This is an optimization exercise on Yosys and OpenROAD, whose aim is small area, a short achievable clock period and few clock cycles, not a production implementation.
At most, simulation tests tie the RTL to the original design; equivalence was not proved.

==> inputs of run a <==
==> flow/design.v <==
module turf_dec (
    input  wire       clk,
    input  wire       rst,         
    input  wire       start,       
    input  wire [6:0] width_m1,    
    input  wire       in_valid,
    input  wire [7:0] in_data,
    output wire       in_ready,
    output reg        out_valid,
    output reg  [7:0] out_data,
    output reg        out_last,    
    input  wire       out_ready,
    output wire       err
);
    localparam QN = 2;             
    localparam QW = 1;             
    localparam [1:0] G_LIT = 2'd0,   
                     G_ABV = 2'd2,   
                     G_DLT = 2'd3;   
    localparam [2:0] P_IDLE = 3'd0,
                     P_HDR  = 3'd1,    
                     P_RAW  = 3'd2,    
                     P_TOK  = 3'd3,    
                     P_EXT  = 3'd4,    
                     P_LIT  = 3'd5,    
                     P_REPV = 3'd6,    
                     P_DLT  = 3'd7;    
    reg  [6:0] wm;                 
    reg        bv, skv;
    reg  [7:0] bd, sk;
    reg        p_pop;
    reg        irdy;               
    assign in_ready = irdy;
    wire   take     = in_valid && irdy;
    wire   skv_n    = !(rst || start) && !(!bv || p_pop) && (skv || take);
    always @(posedge clk) begin
        skv  <= skv_n;
        irdy <= !skv_n;
        if (rst || start) begin
            bv <= 1'b0;
        end else begin
            if (!bv || p_pop) begin
                bv <= skv || take;
                bd <= skv ? sk : in_data;
            end else if (take)
                sk <= in_data;
        end
    end
    reg  [2:0] ps;
    reg        perr;
    reg  [1:0] hcnt;
    reg  [8:0] brem;               
    reg        big;                
    reg  [7:0] xq;                 
    reg  [6:0] tokl;               
    reg  [1:0] ttyp;
    reg  [6:0] tq;                 
    reg        dodd;               
    reg        rdone;              
    reg        q_full;
    reg        push;
    reg  [1:0] push_t;
    reg  [6:0] push_c;
    reg  [2:0] ps_n;
    reg        perr_n;
    assign err = perr;
    wire body_end = !big && brem == 9'd0;
    wire body_one = !big && brem == 9'd1;    
    wire ext      = bd[5:1] == 5'b11111;      
    wire is_tok   = (ps == P_TOK);
    wire [7:0] lq    = is_tok ? {2'd0, bd[5:0]} : bd;       
    wire [6:0] mq    = is_tok ? {1'b0, bd[5:0]} : bd[6:0] + 7'd62;
    wire       m_ok  = !xq[7] && lq <= xq;
    wire       m_end = lq == xq;
    wire [7:0] xq_n  = xq + ~lq;
    wire       tend  = rdone ? body_one : 1'b0;
    wire p_nopush = (ps == P_HDR && hcnt != 2'd3) ||
                    (is_tok && (bd[7:6] != 2'd2 || ext)) ||
                    (ps == P_EXT && ttyp != 2'd2);
    wire p_run    = !perr && ps != P_IDLE;
    always @(*) begin
        p_pop  = bv && p_run && (!q_full || p_nopush);
        push   = 1'b0;
        push_t = G_LIT;
        push_c = 7'd0;
        ps_n   = ps;
        perr_n = 1'b0;
        case (ps)
            P_HDR: if (p_pop && hcnt == 2'd3) begin
                if (bd[7:2] != 6'd0 || bd[1:0] == 2'b11)
                    perr_n = 1'b1;
                if (bd[1:0] == 2'b01) begin
                    ps_n = P_RAW;
                    if (big || brem != {2'b0, wm} + 9'd1)
                        perr_n = 1'b1;
                end else if (bd[1:0] == 2'b10) begin
                    push   = 1'b1;
                    push_t = G_ABV;
                    push_c = wm;
                    if (!body_end)
                        perr_n = 1'b1;
                end else
                    ps_n = P_TOK;
            end
            P_RAW: if (p_pop) begin
                push = 1'b1;
                if (xq == 8'd0) ps_n = P_HDR;
            end
            P_TOK, P_EXT: begin
                if (body_end)
                    perr_n = 1'b1;
                if (p_pop) begin
                    if (is_tok && (tokl == 7'd0 || bd[5:0] == 6'd63))
                        perr_n = 1'b1;
                    if (is_tok && ext)
                        ps_n = P_EXT;
                    else begin
                        if (!m_ok)
                            perr_n = 1'b1;
                        case (is_tok ? bd[7:6] : ttyp)
                            2'd0: ps_n = P_LIT;
                            2'd1: ps_n = P_REPV;
                            2'd3: ps_n = P_DLT;
                            default: begin
                                push   = 1'b1;
                                push_t = G_ABV;
                                push_c = mq;
                                if (m_end) begin
                                    ps_n = P_HDR;
                                    if (!body_one) perr_n = 1'b1;
                                end else
                                    ps_n = P_TOK;
                            end
                        endcase
                    end
                end
            end
            P_LIT, P_REPV, P_DLT: begin
                if (body_end)
                    perr_n = 1'b1;
                if (p_pop) begin
                    push = 1'b1;
                    if (ps == P_REPV)
                        push_c = tq;
                    else if (ps == P_DLT) begin
                        push_t = G_DLT;
                        push_c = (tq == 7'd0 && dodd) ? 7'd0 : 7'd1;
                        if (tq == 7'd0 && dodd && bd[7:4] != 4'd0)
                            perr_n = 1'b1;
                    end
                    if (ps == P_REPV || tq == 7'd0) begin
                        if (rdone) begin
                            ps_n = P_HDR;
                            if (!body_one) perr_n = 1'b1;
                        end else
                            ps_n = P_TOK;
                    end
                end
            end
            default: ;
        endcase
    end
    always @(posedge clk) begin
        if (rst) begin
            ps   <= P_IDLE;
            perr <= 1'b0;
        end else if (start) begin
            ps   <= P_HDR;
            perr <= 1'b0;
            hcnt <= 2'd0;
            wm   <= width_m1;
        end else begin
            perr <= perr || perr_n;
            ps <= ps_n;
            if (p_pop) begin
                if (ps != P_HDR)
                    brem <= brem - 9'd1;
                case (ps)
                    P_HDR: begin
                        hcnt <= hcnt + 2'd1;
                        case (hcnt)
                            2'd0: begin brem[7:0] <= bd; big <= 1'b0; end
                            2'd1: begin brem[8] <= bd[0]; big <= bd[7:1] != 7'd0; end
                            2'd2: if (bd != 8'd0) big <= 1'b1;
                            default: begin
                                xq   <= {1'b0, wm};
                                tokl <= {1'b0, wm[6:1]} + 7'd17;
                            end
                        endcase
                    end
                    P_RAW: xq <= xq - 8'd1;
                    P_TOK: begin
                        tokl <= tokl - 7'd1;
                        ttyp <= bd[7:6];
                        if (ext)
                            xq <= xq - 8'd62;
                        else
                            xq <= xq_n;
                    end
                    P_EXT: xq <= xq_n;
                    P_LIT, P_DLT: tq <= tq - 7'd1;
                    default: ;
                endcase
                if ((is_tok && !ext) || ps == P_EXT) begin
                    tq    <= ((is_tok ? bd[7:6] : ttyp) == 2'd3) ? {1'b0, mq[6:1]} : mq;
                    dodd  <= !mq[0];
                    rdone <= m_end;
                end
            end
        end
    end
    reg  [1:0] qt [0:QN-1];
    reg  [6:0] qc [0:QN-1];
    reg  [7:0] qv [0:QN-1];
    reg  [QW-1:0] qwp, qrp;
    reg  [QW:0]   qn;
    reg        cv;                 
    reg  [1:0] ct;
    reg  [6:0] cc;
    reg  [7:0] cval;
    reg        okv;                
    reg  [7:0] okd;
    reg        okl;
    wire       emit    = cv && !okv;
    wire       cfree   = !cv || (emit && cc == 7'd0);
    wire       q_empty = (qn == 0);
    wire       q_pop   = cfree && !q_empty;
    wire       q_push  = push && !(cfree && q_empty);
    always @(posedge clk) begin
        if (rst || start) begin
            cv     <= 1'b0;
            qn     <= 0;
            qwp    <= 0;
            qrp    <= 0;
            q_full <= 1'b0;
        end else begin
            if (q_push) begin
                qt[qwp] <= push_t;
                qc[qwp] <= push_c;
                qv[qwp] <= bd;
                qwp     <= (qwp == QN - 1) ? 0 : qwp + 1;
            end
            if (q_pop)
                qrp <= (qrp == QN - 1) ? 0 : qrp + 1;
            if (q_push && !q_pop) begin
                qn     <= qn + 1;
                q_full <= (qn == QN - 1);
            end else if (q_pop && !q_push) begin
                qn     <= qn - 1;
                q_full <= 1'b0;
            end
            if (cfree) begin
                cv <= !q_empty || push;
                if (!q_empty) begin
                    ct   <= qt[qrp];
                    cc   <= qc[qrp];
                    cval <= qv[qrp];
                end else begin
                    ct   <= push_t;
                    cc   <= push_c;
                    cval <= bd;
                end
            end else if (emit) begin
                cc <= cc - 7'd1;
                if (ct == G_DLT)
                    cval <= {4'd0, cval[7:4]};
            end
        end
    end
    reg        frow;               
    reg        rs;                 
    reg  [6:0] ex;                 
    reg  [7:0] dl1;                
    wire [7:0] prev    = rs ? 8'd0 : dl1;
    wire [7:0] tap [0:7];
    wire [7:0] above   = frow ? 8'd0 : tap[7];
    wire [7:0] dpix    = prev + {{4{cval[3]}}, cval[3:0]};
    wire [7:0] pix     = (ct == G_ABV) ? above :
                         (ct == G_DLT) ? dpix : cval;
    wire       last    = (ex == wm);
    wire [6:0] dsel = wm;
    assign tap[0] = dl1;
    genvar gi;
    generate
        for (gi = 0; gi < 7; gi = gi + 1) begin : g_seg
            localparam integer L = 1 << (6 - gi);             
            reg [8*L-1:0] sr;
            if (L == 1) begin : g_one
                always @(posedge clk)
                    if (emit) sr <= tap[gi];
            end else begin : g_many
                always @(posedge clk)
                    if (emit) sr <= {sr[8*L-9:0], tap[gi]};
            end
            assign tap[gi + 1] = dsel[6 - gi] ? sr[8*L-1 -: 8] : tap[gi];
        end
    endgenerate
    always @(posedge clk) begin
        if (emit) begin
            dl1 <= pix;
        end
    end
    always @(posedge clk) begin
        if (rst || start) begin
            frow <= 1'b1;
            rs   <= 1'b1;
            ex   <= 7'd0;
        end else if (emit) begin
            rs <= last;
            if (last) begin
                ex   <= 7'd0;
                frow <= 1'b0;
            end else
                ex <= ex + 7'd1;
        end
    end
    reg  [7:0] ohd;
    reg        ohl;
    wire       ostall = out_valid && !out_ready;
    wire [7:0] onew   = okv ? okd : pix;
    wire       olnew  = okv ? okl : last;
    always @(posedge clk) begin
        out_valid <= !(rst || start) && (ostall || okv || emit);
        out_data  <= ostall ? ohd : onew;
        out_last  <= ostall ? ohl : olnew;
        ohd       <= ostall ? out_data : onew;
        ohl       <= ostall ? out_last : olnew;
        if (rst || start || !ostall)
            okv <= 1'b0;
        else if (emit) begin
            okv <= 1'b1;
            okd <= pix;
            okl <= last;
        end
    end
endmodule
==> flow/flow/run.sh <==
#!/bin/bash
# Standard layout, with timing repair aimed at a larger setup slack than
# config.mk's settings allow and the pixel output ports kept on one edge.
# Each tool's full output goes to its own log.
set -euo pipefail
K=("SETUP_SLACK_MARGIN=5.3" "IO_CONSTRAINTS=$PWD/flow/io.tcl")
bash standard.sh "${K[@]}" synth > make_synth.log 2>&1
bash standard.sh "${K[@]}" finish > make_finish.log 2>&1
==> flow/flow/io.tcl <==
# Keep the pixel output port and its handshake together on the bottom edge.
set_io_pin_constraint -pin_names {out_valid out_ready out_last out_data[0] out_data[1] out_data[2] out_data[3] out_data[4] out_data[5] out_data[6] out_data[7]} -region bottom:*
==> flow/standard.sh <==
#!/bin/bash
# synth_recipe.tcl (not shown) runs the flow's synth.tcl, then flattens the netlist and writes it again
# the make line also repeats each setting of config.mk as NAME=value (left out here)
make -C /OpenROAD-flow-scripts/flow DESIGN_CONFIG=/design/flow/config.mk WORK_HOME=/design/flow/orfs CLKGATE_MAP_FILE= SYNTH_SCRIPT=/design/flow/synth_recipe.tcl "${@:-finish}"
==> flow/config.mk <==
export PLATFORM = sky130hd
export DESIGN_NAME = turf_dec
export DESIGN_NICKNAME = turf_dec
export VERILOG_FILES = /design/flow/design.v
export SDC_FILE = /design/flow/constraint.sdc
export NUM_CORES = 4
export LEC_CHECK = 0
export ABC_CLOCK_PERIOD_IN_PS = 2700
export CAP_MARGIN = 20
export CORE_MARGIN = 2
export CORE_UTILIZATION = 55
export CTS_BUF_LIST = sky130_fd_sc_hd__clkbuf_16
export CTS_CLUSTER_DIAMETER = 100
export CTS_CLUSTER_SIZE = 30
export PLACE_DENSITY = 0.7
export SLEW_MARGIN = 20
==> flow/constraint.sdc <==
create_clock -name core_clock -period 8.0 [get_ports {clk}]
set_input_delay 1.6000 -clock core_clock [delete_from_list [all_inputs] [get_ports {clk}]]
set_output_delay 1.6000 -clock core_clock [all_outputs]
set_load 0.01 [all_outputs]
==> run b (differences from run a) <==
--- a/flow/design.v
+++ b/flow/design.v
@@ -31,11 +31,8 @@
     reg        p_pop;
-    reg        irdy;               
-    assign in_ready = irdy;
-    wire   take     = in_valid && irdy;
-    wire   skv_n    = !(rst || start) && !(!bv || p_pop) && (skv || take);
+    assign in_ready = !skv;
+    wire   take     = in_valid && !skv;
     always @(posedge clk) begin
-        skv  <= skv_n;
-        irdy <= !skv_n;
         if (rst || start) begin
-            bv <= 1'b0;
+            bv  <= 1'b0;
+            skv <= 1'b0;
         end else begin
@@ -44,4 +41,7 @@
                 bd <= skv ? sk : in_data;
-            end else if (take)
-                sk <= in_data;
+                skv <= 1'b0;
+            end else if (take) begin
+                skv <= 1'b1;
+                sk  <= in_data;
+            end
         end
@@ -172,3 +172,4 @@
         end else begin
-            perr <= perr || perr_n;
+            if (perr_n)
+                perr <= 1'b1;
             ps <= ps_n;
@@ -220,6 +221,4 @@
     reg  [7:0] cval;
-    reg        okv;                
-    reg  [7:0] okd;
-    reg        okl;
-    wire       emit    = cv && !okv;
+    wire       can_out = !out_valid || out_ready;
+    wire       emit    = cv && can_out;
     wire       cfree   = !cv || (emit && cc == 7'd0);
@@ -272,6 +271,5 @@
     reg  [6:0] ex;                 
-    reg  [7:0] dl1;                
-    wire [7:0] prev    = rs ? 8'd0 : dl1;
-    wire [7:0] tap [0:7];
-    wire [7:0] above   = frow ? 8'd0 : tap[7];
+    reg  [7:0] dl2;                
+    wire [7:0] prev    = rs ? 8'd0 : out_data;
+    wire [7:0] above   = frow ? 8'd0 : dl2;
     wire [7:0] dpix    = prev + {{4{cval[3]}}, cval[3:0]};
@@ -280,4 +278,5 @@
     wire       last    = (ex == wm);
-    wire [6:0] dsel = wm;
-    assign tap[0] = dl1;
+    wire [6:0] dsel = wm - 7'd1;
+    wire [7:0] tap [0:7];
+    assign tap[0] = out_data;
     genvar gi;
@@ -299,3 +298,5 @@
         if (emit) begin
-            dl1 <= pix;
+            out_data <= pix;
+            out_last <= last;
+            dl2      <= (wm == 7'd0) ? pix : tap[7];
         end
@@ -304,31 +305,17 @@
         if (rst || start) begin
-            frow <= 1'b1;
-            rs   <= 1'b1;
-            ex   <= 7'd0;
-        end else if (emit) begin
-            rs <= last;
-            if (last) begin
-                ex   <= 7'd0;
-                frow <= 1'b0;
-            end else
-                ex <= ex + 7'd1;
-        end
-    end
-    reg  [7:0] ohd;
-    reg        ohl;
-    wire       ostall = out_valid && !out_ready;
-    wire [7:0] onew   = okv ? okd : pix;
-    wire       olnew  = okv ? okl : last;
-    always @(posedge clk) begin
-        out_valid <= !(rst || start) && (ostall || okv || emit);
-        out_data  <= ostall ? ohd : onew;
-        out_last  <= ostall ? ohl : olnew;
-        ohd       <= ostall ? out_data : onew;
-        ohl       <= ostall ? out_last : olnew;
-        if (rst || start || !ostall)
-            okv <= 1'b0;
-        else if (emit) begin
-            okv <= 1'b1;
-            okd <= pix;
-            okl <= last;
+            out_valid <= 1'b0;
+            frow      <= 1'b1;
+            rs        <= 1'b1;
+            ex        <= 7'd0;
+        end else begin
+            if (emit) begin
+                out_valid <= 1'b1;
+                rs        <= last;
+                if (last) begin
+                    ex   <= 7'd0;
+                    frow <= 1'b0;
+                end else
+                    ex <= ex + 7'd1;
+            end else if (out_ready)
+                out_valid <= 1'b0;
         end
==> flow/run.sh (new file) <==
#!/bin/bash
# synth_recipe.tcl (not shown) runs the flow's synth.tcl, then flattens the netlist and writes it again
# the make line also repeats each setting of config.mk as NAME=value (left out here)
make -C /OpenROAD-flow-scripts/flow DESIGN_CONFIG=/design/flow/config.mk WORK_HOME=/design/flow/orfs CLKGATE_MAP_FILE= SYNTH_SCRIPT=/design/flow/synth_recipe.tcl finish
- ABC_CLOCK_PERIOD_IN_PS: 2700 -> 3000
- CORE_UTILIZATION: 55 -> 40
- CTS_BUF_LIST: sky130_fd_sc_hd__clkbuf_16 -> not set
- CTS_CLUSTER_DIAMETER: 100 -> not set
- CTS_CLUSTER_SIZE: 30 -> not set
- PLACE_DENSITY: 0.7 -> 0.6
- SETUP_SLACK_MARGIN: not set -> 5
removed: flow/flow/run.sh
removed: flow/flow/io.tcl
removed: flow/standard.sh
==> run c (differences from run a) <==
- ABC_AREA: not set -> 1
- ABC_CLOCK_PERIOD_IN_PS: 2700 -> not set
- PLACE_DENSITY: 0.7 -> 0.65
==> flow_metrics.py <==
metrics = {
    "outcome": {
        "status": "timing/DRC/antenna clean",
    },
    "die": {
        "fp.dieW_um": 323,
    },
    "power_and_ir_drop": {
        "p_total_mw": 12.5,
    },
    "clock_network": {
        "worst_skew_pair.late_latency_ns": 0.69,
    },
    "worst_setup_path": {
        "arrival_ns": 1.44,
    },
}
Source of the figures above: run b

==> flow_metrics.py <==
metrics = {
    "global_routing": {
        "grt.busiest_layer": "met1",
        "grt_usage_pct": 17.3,
    },
    "logic_synthesis": {
        "postSynthCellCount": 2339,
        "syn_area_um2": 41200,
    },
    "outcome": {
        "status": "timing/DRC/antenna clean",
    },
    "routing": {
        "antenna_left": 0,
    },
    "clock_network": {
        "worst_skew_pair.late_latency_ns": 0.65,
    },
    "worst_setup_path": {
        "arrival_ns": 1.12,
    },
    "die": {
        "fp.dieW_um": 278,
    },
}
Source of the figures above: run c

==> flow_metrics.py <==
metrics = {
    "power_and_ir_drop": {
        "p_total_mw": 9.91,
    },
    "clock_network": {
        "worst_skew_pair.late_latency_ns": 0.66,
    },
    "die": {
        "fp.dieW_um": 278,
    },
    "worst_setup_path": {
        "cp.depth": 1,
        "arrival_ns": 1.14,
    },
    "outcome": {
        "status": "timing/DRC/antenna clean",
    },
    "logic_synthesis": {
        "synth_adder_area_share_pct": 1.49,
    },
}
Source of the figures above: run a

Testbench counts of run a, summed over its fixed seeds: cycles 66,280.
Testbench counts of run c, summed over its fixed seeds: cycles 66,280.
Function not checked in run b: the RTL went through the layout flow alone.

## what the ideal ports hide
Ports are ideal in the flow. The routed layouts listed here were re-timed in OpenROAD. Step 1 sets driving cells, clkbuf_16 on the clock port and buf_2 on the other inputs (assumed; they add their load-dependent delay and slew). Step 2, shift: input delay + t, output delay - t, t = (earliest + latest rising clock arrival at the registers) / 2. This alone moves slack from input paths to output paths. Slacks: no drivers / after step 1 / after step 2; pairs: no drivers / after step 1.
| run | t, ns | slack for setup (ns) | worst setup path after step 2 |
|---|---|---|---|
| run a | 0.702 | 5.261 / 5.198 / 4.726 | input to register |
| run b | 0.744 | 4.963 / 4.897 / 4.221 | input to register |
| run c | 0.691 | 5.280 / 5.215 / 4.762 | input to register |
After both steps setup and hold are still met in every run listed. The setup slack of run b, which loses most, moves by -0.066 ns with the drivers and by -0.742 ns with both steps.
